This design comes from an exercise in tuning for small area, a short achievable clock period and few clock cycles per item on the open sky130 flow, not from production work.
Function was checked by simulation only, so behaviour that the tests miss may differ from the original.
Power is estimated from default activity; no workload was simulated.

[flow/run.sh]
#!/bin/bash
# synth_recipe.tcl (not shown) runs the flow's synth.tcl, then flattens the netlist and writes it again
# the make line also repeats each setting of config.mk as NAME=value (left out here)
make -C /OpenROAD-flow-scripts/flow DESIGN_CONFIG=/design/flow/config.mk WORK_HOME=/design/flow/orfs CLKGATE_MAP_FILE= SYNTH_SCRIPT=/design/flow/synth_recipe.tcl finish
[flow/config.mk]
export PLATFORM = sky130hd
export DESIGN_NAME = sha256_stream
export DESIGN_NICKNAME = sha256_stream
export VERILOG_FILES = /design/flow/design.v
export SDC_FILE = /design/flow/constraint.sdc
export NUM_CORES = 4
export LEC_CHECK = 0
export CAP_MARGIN = 20
export CORE_MARGIN = 2
export CORE_UTILIZATION = 40
export SLEW_MARGIN = 20
[flow/constraint.sdc]
create_clock -name core_clock -period 10.0 [get_ports {clk}]
set_input_delay 2.0000 -clock core_clock [delete_from_list [all_inputs] [get_ports {clk}]]
set_output_delay 2.0000 -clock core_clock [all_outputs]
set_load 0.01 [all_outputs]
[flow/design.v]
module sha256_stream (
    input  wire         clk,
    input  wire         rst,           
    input  wire         in_valid,
    output wire         in_ready,
    input  wire [63:0]  in_data,
    input  wire         in_last,
    input  wire [3:0]   in_nbytes,     
    output wire         out_valid,
    input  wire         out_ready,
    output wire [255:0] out_digest
);
    localparam [2:0] S_LOAD  = 3'd0;   
    localparam [2:0] S_PAD   = 3'd1;   
    localparam [2:0] S_ROUND = 3'd2;   
    localparam [2:0] S_ADD   = 3'd3;   
    localparam [2:0] S_DONE  = 3'd4;   
    reg [2:0]  state;
    reg        msg_open;     
    reg        ended;        
    reg        marker;       
    reg        len_done;     
    reg [2:0]  beat;         
    reg [5:0]  t;            
    reg [60:0] nbytes;       
    reg [31:0] w [0:15];     
    reg [31:0] h [0:7];      
    reg [31:0] a, b, c, d, e, f, g, hh;
    integer i;
    wire [5:0]  k_idx = t;
    reg  [31:0] k_t;
    always @(*) begin
        case (k_idx)
            6'd0:  k_t = 32'h428a2f98; 6'd1:  k_t = 32'h71374491;
            6'd2:  k_t = 32'hb5c0fbcf; 6'd3:  k_t = 32'he9b5dba5;
            6'd4:  k_t = 32'h3956c25b; 6'd5:  k_t = 32'h59f111f1;
            6'd6:  k_t = 32'h923f82a4; 6'd7:  k_t = 32'hab1c5ed5;
            6'd8:  k_t = 32'hd807aa98; 6'd9:  k_t = 32'h12835b01;
            6'd10: k_t = 32'h243185be; 6'd11: k_t = 32'h550c7dc3;
            6'd12: k_t = 32'h72be5d74; 6'd13: k_t = 32'h80deb1fe;
            6'd14: k_t = 32'h9bdc06a7; 6'd15: k_t = 32'hc19bf174;
            6'd16: k_t = 32'he49b69c1; 6'd17: k_t = 32'hefbe4786;
            6'd18: k_t = 32'h0fc19dc6; 6'd19: k_t = 32'h240ca1cc;
            6'd20: k_t = 32'h2de92c6f; 6'd21: k_t = 32'h4a7484aa;
            6'd22: k_t = 32'h5cb0a9dc; 6'd23: k_t = 32'h76f988da;
            6'd24: k_t = 32'h983e5152; 6'd25: k_t = 32'ha831c66d;
            6'd26: k_t = 32'hb00327c8; 6'd27: k_t = 32'hbf597fc7;
            6'd28: k_t = 32'hc6e00bf3; 6'd29: k_t = 32'hd5a79147;
            6'd30: k_t = 32'h06ca6351; 6'd31: k_t = 32'h14292967;
            6'd32: k_t = 32'h27b70a85; 6'd33: k_t = 32'h2e1b2138;
            6'd34: k_t = 32'h4d2c6dfc; 6'd35: k_t = 32'h53380d13;
            6'd36: k_t = 32'h650a7354; 6'd37: k_t = 32'h766a0abb;
            6'd38: k_t = 32'h81c2c92e; 6'd39: k_t = 32'h92722c85;
            6'd40: k_t = 32'ha2bfe8a1; 6'd41: k_t = 32'ha81a664b;
            6'd42: k_t = 32'hc24b8b70; 6'd43: k_t = 32'hc76c51a3;
            6'd44: k_t = 32'hd192e819; 6'd45: k_t = 32'hd6990624;
            6'd46: k_t = 32'hf40e3585; 6'd47: k_t = 32'h106aa070;
            6'd48: k_t = 32'h19a4c116; 6'd49: k_t = 32'h1e376c08;
            6'd50: k_t = 32'h2748774c; 6'd51: k_t = 32'h34b0bcb5;
            6'd52: k_t = 32'h391c0cb3; 6'd53: k_t = 32'h4ed8aa4a;
            6'd54: k_t = 32'h5b9cca4f; 6'd55: k_t = 32'h682e6ff3;
            6'd56: k_t = 32'h748f82ee; 6'd57: k_t = 32'h78a5636f;
            6'd58: k_t = 32'h84c87814; 6'd59: k_t = 32'h8cc70208;
            6'd60: k_t = 32'h90befffa; 6'd61: k_t = 32'ha4506ceb;
            6'd62: k_t = 32'hbef9a3f7; default: k_t = 32'hc67178f2;
        endcase
    end
    localparam [255:0] IV = {32'h6a09e667, 32'hbb67ae85, 32'h3c6ef372, 32'ha54ff53a,
                             32'h510e527f, 32'h9b05688c, 32'h1f83d9ab, 32'h5be0cd19};
    wire [31:0] s1  = {e[5:0], e[31:6]} ^ {e[10:0], e[31:11]} ^ {e[24:0], e[31:25]};
    wire [31:0] ch  = (e & f) ^ (~e & g);
    wire [31:0] s0  = {a[1:0], a[31:2]} ^ {a[12:0], a[31:13]} ^ {a[21:0], a[31:22]};
    wire [31:0] maj = (a & b) ^ (a & c) ^ (b & c);
    wire [31:0] t1  = hh + s1 + ch + k_t + w[0];
    wire [31:0] t2  = s0 + maj;
    wire [31:0] ss0 = {w[1][6:0], w[1][31:7]} ^ {w[1][17:0], w[1][31:18]} ^ (w[1] >> 3);
    wire [31:0] ss1 = {w[14][16:0], w[14][31:17]} ^ {w[14][18:0], w[14][31:19]} ^ (w[14] >> 10);
    wire [31:0] w_new = ss1 + w[9] + ss0 + w[0];
    reg [63:0] last_beat;
    always @(*) begin
        for (i = 0; i < 8; i = i + 1) begin
            if (i < in_nbytes)
                last_beat[8*i +: 8] = in_data[8*i +: 8];
            else if (i == in_nbytes)
                last_beat[8*i +: 8] = 8'h80;
            else
                last_beat[8*i +: 8] = 8'h00;
        end
    end
    wire [63:0] bitlen = {nbytes, 3'b000};
    wire [63:0] pad_beat =
        (marker && beat == 3'd7) ? {bitlen[7:0], bitlen[15:8], bitlen[23:16], bitlen[31:24],
                                    bitlen[39:32], bitlen[47:40], bitlen[55:48], bitlen[63:56]} :
        marker ? 64'd0 : 64'h80;
    wire        load_beat = (state == S_LOAD) && in_valid;
    wire        pad_step  = (state == S_PAD);
    wire [63:0] beat_in   = pad_step ? pad_beat :
                            in_last  ? last_beat : in_data;
    assign in_ready   = (state == S_LOAD);
    assign out_valid  = (state == S_DONE);
    genvar gj;
    generate
        for (gj = 0; gj < 8; gj = gj + 1) begin : g_out
            assign out_digest[32*gj +: 32] = {h[gj][7:0], h[gj][15:8], h[gj][23:16], h[gj][31:24]};
        end
    endgenerate
    always @(posedge clk) begin
        if (rst) begin
            state    <= S_LOAD;
            msg_open <= 1'b0;
            ended    <= 1'b0;
            marker   <= 1'b0;
            len_done <= 1'b0;
            beat     <= 3'd0;
        end else begin
            case (state)
                S_LOAD, S_PAD: begin
                    if (load_beat || pad_step) begin
                        for (i = 0; i < 14; i = i + 1)
                            w[i] <= w[i + 2];
                        w[14] <= {beat_in[7:0],   beat_in[15:8],  beat_in[23:16], beat_in[31:24]};
                        w[15] <= {beat_in[39:32], beat_in[47:40], beat_in[55:48], beat_in[63:56]};
                        beat  <= beat + 3'd1;
                        if (load_beat) begin
                            if (!msg_open) begin
                                for (i = 0; i < 8; i = i + 1)
                                    h[i] <= IV[255 - 32*i -: 32];
                                msg_open <= 1'b1;
                                nbytes   <= in_last ? {57'd0, in_nbytes} : 61'd8;
                            end else begin
                                nbytes <= nbytes + (in_last ? {57'd0, in_nbytes} : 61'd8);
                            end
                            if (in_last) begin
                                ended  <= 1'b1;
                                marker <= (in_nbytes != 4'd8);
                            end
                        end else begin
                            marker   <= 1'b1;
                            len_done <= marker && (beat == 3'd7);
                        end
                        if (beat == 3'd7) begin
                            state <= S_ROUND;
                            a <= h[0]; b <= h[1]; c <= h[2]; d <= h[3];
                            e <= h[4]; f <= h[5]; g <= h[6]; hh <= h[7];
                        end
                        else if (load_beat && in_last)
                            state <= S_PAD;
                    end
                    t <= 6'd0;
                end
                S_ROUND: begin
                    hh <= g;
                    g  <= f;
                    f  <= e;
                    e  <= d + t1;
                    d  <= c;
                    c  <= b;
                    b  <= a;
                    a  <= t1 + t2;
                    for (i = 0; i < 15; i = i + 1)
                        w[i] <= w[i + 1];
                    w[15] <= w_new;
                    t <= t + 6'd1;
                    if (t == 6'd63)
                        state <= S_ADD;
                end
                S_ADD: begin
                    h[0] <= h[0] + a; h[1] <= h[1] + b; h[2] <= h[2] + c; h[3] <= h[3] + d;
                    h[4] <= h[4] + e; h[5] <= h[5] + f; h[6] <= h[6] + g; h[7] <= h[7] + hh;
                    if (len_done)
                        state <= S_DONE;
                    else if (ended)
                        state <= S_PAD;
                    else
                        state <= S_LOAD;
                end
                S_DONE: begin
                    if (out_ready) begin
                        state    <= S_LOAD;
                        msg_open <= 1'b0;
                        ended    <= 1'b0;
                        marker   <= 1'b0;
                        len_done <= 1'b0;
                    end
                end
                default: state <= S_LOAD;
            endcase
        end
    end
endmodule
==> results.txt <==
[cells in the mapped netlist (all sizes together) (15+ instances only)]
| cell | count | area share [%] |
|---|---|---|
| nand2 | 2341 | 12 |
| edfxtp | 1091 | 44 |
| xnor2 | 411 | 4.8 |
| ha | 395 | 6.6 |
| nor2 | 395 | 2.0 |
| inv | 389 | 2.0 |
| a21oi | 376 | 2.5 |
| clkbuf | 360 | 1.8 |
| o21ai | 341 | 2.3 |
| fa | 196 | 5.3 |
| a21o | 182 | 1.8 |
| xor2 | 170 | 2.0 |
| nor3 | 124 | 0.83 |
| nand3 | 101 | 0.68 |
| and2 | 76 | 0.64 |
| a221oi | 67 | 0.79 |
| nand2b | 67 | 0.56 |
| o21a | 62 | 0.62 |
| nor2b | 59 | 0.49 |
| a211oi | 50 | 0.50 |
| a31oi | 48 | 0.40 |
| and3 | 48 | 0.40 |
| o211ai | 48 | 0.48 |
| dfxtp | 42 | 1.1 |
| o21bai | 40 | 0.40 |
| a21boi | 38 | 0.38 |
| or3 | 35 | 0.29 |
| nand4 | 33 | 0.30 |
| mux2 | 31 | 0.47 |
| buf | 26 | 0.14 |
| maj3 | 23 | 0.31 |
| o31ai | 23 | 0.23 |
| a311oi | 20 | 0.23 |
| o311ai | 19 | 0.22 |
| and4 | 16 | 0.19 |
| nor3b | 15 | 0.15 |
[routing by layer]
| layer | up-vias | wire (microns) | track usage, % |
|---|---|---|---|
| li1 | 27820 | - | - |
| met1 | 29030 | 115100 | 38.22 |
| met2 | 2369 | 120700 | 42.86 |
| met3 | 387 | 18190 | 3.425 |
| met4 | 4 | 9599 | 9.259 |
| met5 | - | 28 | 0 |
[final cells by class]
type | count | area (sq um) | share of cell area (%)
Multi-Input combinational cell | 6050 | 38250 | 45.18
Sequential cell | 1133 | 33600 | 39.68
Timing Repair Buffer | 382 | 3781 | 4.465
Clock buffer | 175 | 3655 | 4.316
Tap cell | 2480 | 3103 | 3.664
Inverter | 391 | 1468 | 1.733
Clock inverter | 76 | 804.5 | 0.9501
Antenna cell | 4 | 10.01 | 0.01182
[kinds of logic after synthesis]
logic type,count (synthesis),share of synthesized area (%)
and+or+nand+nor,3352,18.74
muxes,45,0.6552
AOI/OAI and AO/OA,1456,12.62
adders and majority gates,614,12.18
buffers and inverters,777,3.916
DFF,1133,45.01
xor gates and xnor gates,583,6.876
[path summary, 6_finish.rpt]
check,from,end,slack (ns)
max,e[26],a[30],1.19
min,beat[2],beat[2],0.51
max reg2reg,e[26],a[30],1.19
min reg2reg,beat[2],beat[2],0.51
[worst max-delay path: cells and delay by family, from the launching register on]
kind	cells	cell delay [ns]
DFF	1	0.54
AOI/OAI and AO/OA	15	3.44
adders and majority gates	7	2.91
buffers and inverters	2	0.13
and+or+nand+nor	3	0.34
xor gates and xnor gates	4	1.17
[power by group]
group	internal, mW	switching (mW)
Clock	2.83	2.18
Combinational	1.91	3.12
Sequential	5.38	0.159
[metrics by stage]
stage	area (sq um)	total power [mW]	utilization (%)
after global routing	84670	16.31	45.66
after floorplan	74690	9.018	-
final	84680	15.58	45.67
after global placement	80200	10.55	43.25
after CTS	84660	15.59	45.66
after detailed placement	80200	10.55	43.25
==> results.json <==
{
  "status": "finished clean",
  "setup_tns_ns": 0,
  "numCtsBuffers": 137,
  "cts_resized": 0,
  "area_delta_synth_final_pct": 13.42,
  "mostFrequentLayoutCells": "2340 x nand2_1, 1091 x edfxtp_1, 411 x xnor2_1",
  "finalMaxSlewViolations": 0,
  "rr_worst_depth": 31,
  "crit_slowest_cell": "a2111oi_0",
  "track_usage_pct": 27.07,
  "post_drt_wl_per_cell_microns": 24.66,
  "crit_type": "reg -> reg",
  "crit_path_end_kind": "flop",
  "antenna_found_initial": 5,
  "place_ws_ns": 1.275,
  "clk_pin_slew_ns": 0.06,
  "regMostFlops": "w",
  "wl_microns": 263700,
  "cp.required_ns": 10.52,
  "finalCriticalPeriod_ns": 8.806,
  "worstPathMaxFanout": 6,
  "ys_warn_count": 3,
  "dpl.cell_count": 10440,
  "rsz0062_at_grt": "false",
  "grt_pass1_wl_microns": 382800,
  "clock.fmax_ghz": 0.1136,
  "clock_skew_ns": 0.03993,
  "ant_nets": 0,
  "setup_viol": 0,
  "dieArea_sq_um": 190100,
  "fp.dieH_microns": 436.0,
  "power_density_nw_per_um2": 184.0,
  "ctsLongestPathBuffers": 3,
  "fp-row-count": 158,
  "cp_slowest_stage_delay_ns": 0.60,
  "cpMostUsedCell": "fa_1",
  "nets": 8759,
  "synth-edff-count": 1091,
  "hold_buffers": 0,
  "die_x_microns": 436.0,
  "htreeDepth": 4,
  "fillCellCount": 17960,
  "grt_start_max_net_pins": 213,
  "dp_hpwl_microns": 198700,
  "min_period_over_period_pct": 88.06,
  "ir_drop_uv": 157.0,
  "gp_congestion": 0.9677,
  "synth-main-ff-cell": "edfxtp_1",
  "syn-num-nets": 8624,
  "viasPerCell": 5.576,
  "worst_slew_pin_slew_ns": 1.241,
  "gr-total-overflow": 0,
  "insertion_delay_ns": 0.80,
  "ys_ff_latch": 1133,
  "layout_commonest_cell": "nand2_1",
  "worst_slack_ns": 1.194,
  "drt_iter0_drc": 7710,
  "arrival_ns": 9.32,
  "largest_reg_flops": 512,
  "first_global_vias": 55850,
  "synth_cells": 7960,
  "start_util_pct": 40.26,
  "synth-async-reset-ratio_pct": 0,
  "hp-class": "reg -> reg",
  "core_area_sq_um": 185400,
  "ys_types": 90,
  "stdcell_count": 10690,
  "cts.sinks": 1133,
  "vias": 59610,
  "drc": 0,
  "portBuffers": 330,
  "io_pins": 331,
  "relSlewSlack_pct": 16.36,
  "reg.largest.list": "w (512), h (256), nbytes (61)",
  "cts_setup_buffers": 0,
  "startpoint_type": "flop",
  "worstHoldPathCells": 2,
  "drt-pass1-iter-count": 7,
  "drive_gt1_share_pct": 3.899,
  "drv_cap": 0,
  "ys_seq_area_share_pct": 45.01,
  "syn_area_sq_um": 74660,
  "syn_avg_cell_area_sq_um": 9.380,
  "whs_ns": 0.5146,
  "cts-root-buf": "clkbuf_16",
  "final_hold_viol_count": 0,
  "cts_tree": "built",
  "leakage_nw": 33.66
}
Testbench counts, summed over its fixed seeds: cycles 166,413, bytes 137,133.

## port drivers added, routing unchanged
The results above use ideal ports. As a check the final layout listed here was re-extracted and re-timed, cells and wires unchanged.
Step 1 (the two cells are an assumption about what drives the block):
set clk [get_ports {clk}]
set_driving_cell -lib_cell sky130_fd_sc_hd__clkbuf_16 $clk
set_driving_cell -lib_cell sky130_fd_sc_hd__buf_2 [delete_from_list [all_inputs] $clk]
Step 2 moves the port delays by t, midway between the first and last clock arrival at a register: inputs arrive t later, outputs are due t later. That takes back most of the time a late clock gives input paths.
a / b / c = ideal / step 1 / step 2; a / b = the first two.
t, ns: 0.873
slack for setup (ns): 1.194 / 1.194 / 1.194
worst setup path after step 2: register to register
worst register clock-pin slew, ns: 0.07 / 0.07
worst slew at a driven data input, ns: 0.18
After both steps this run still meets setup and hold. The setup slack of this run moves by 0.000 ns with the drivers and by 0.000 ns with both steps.
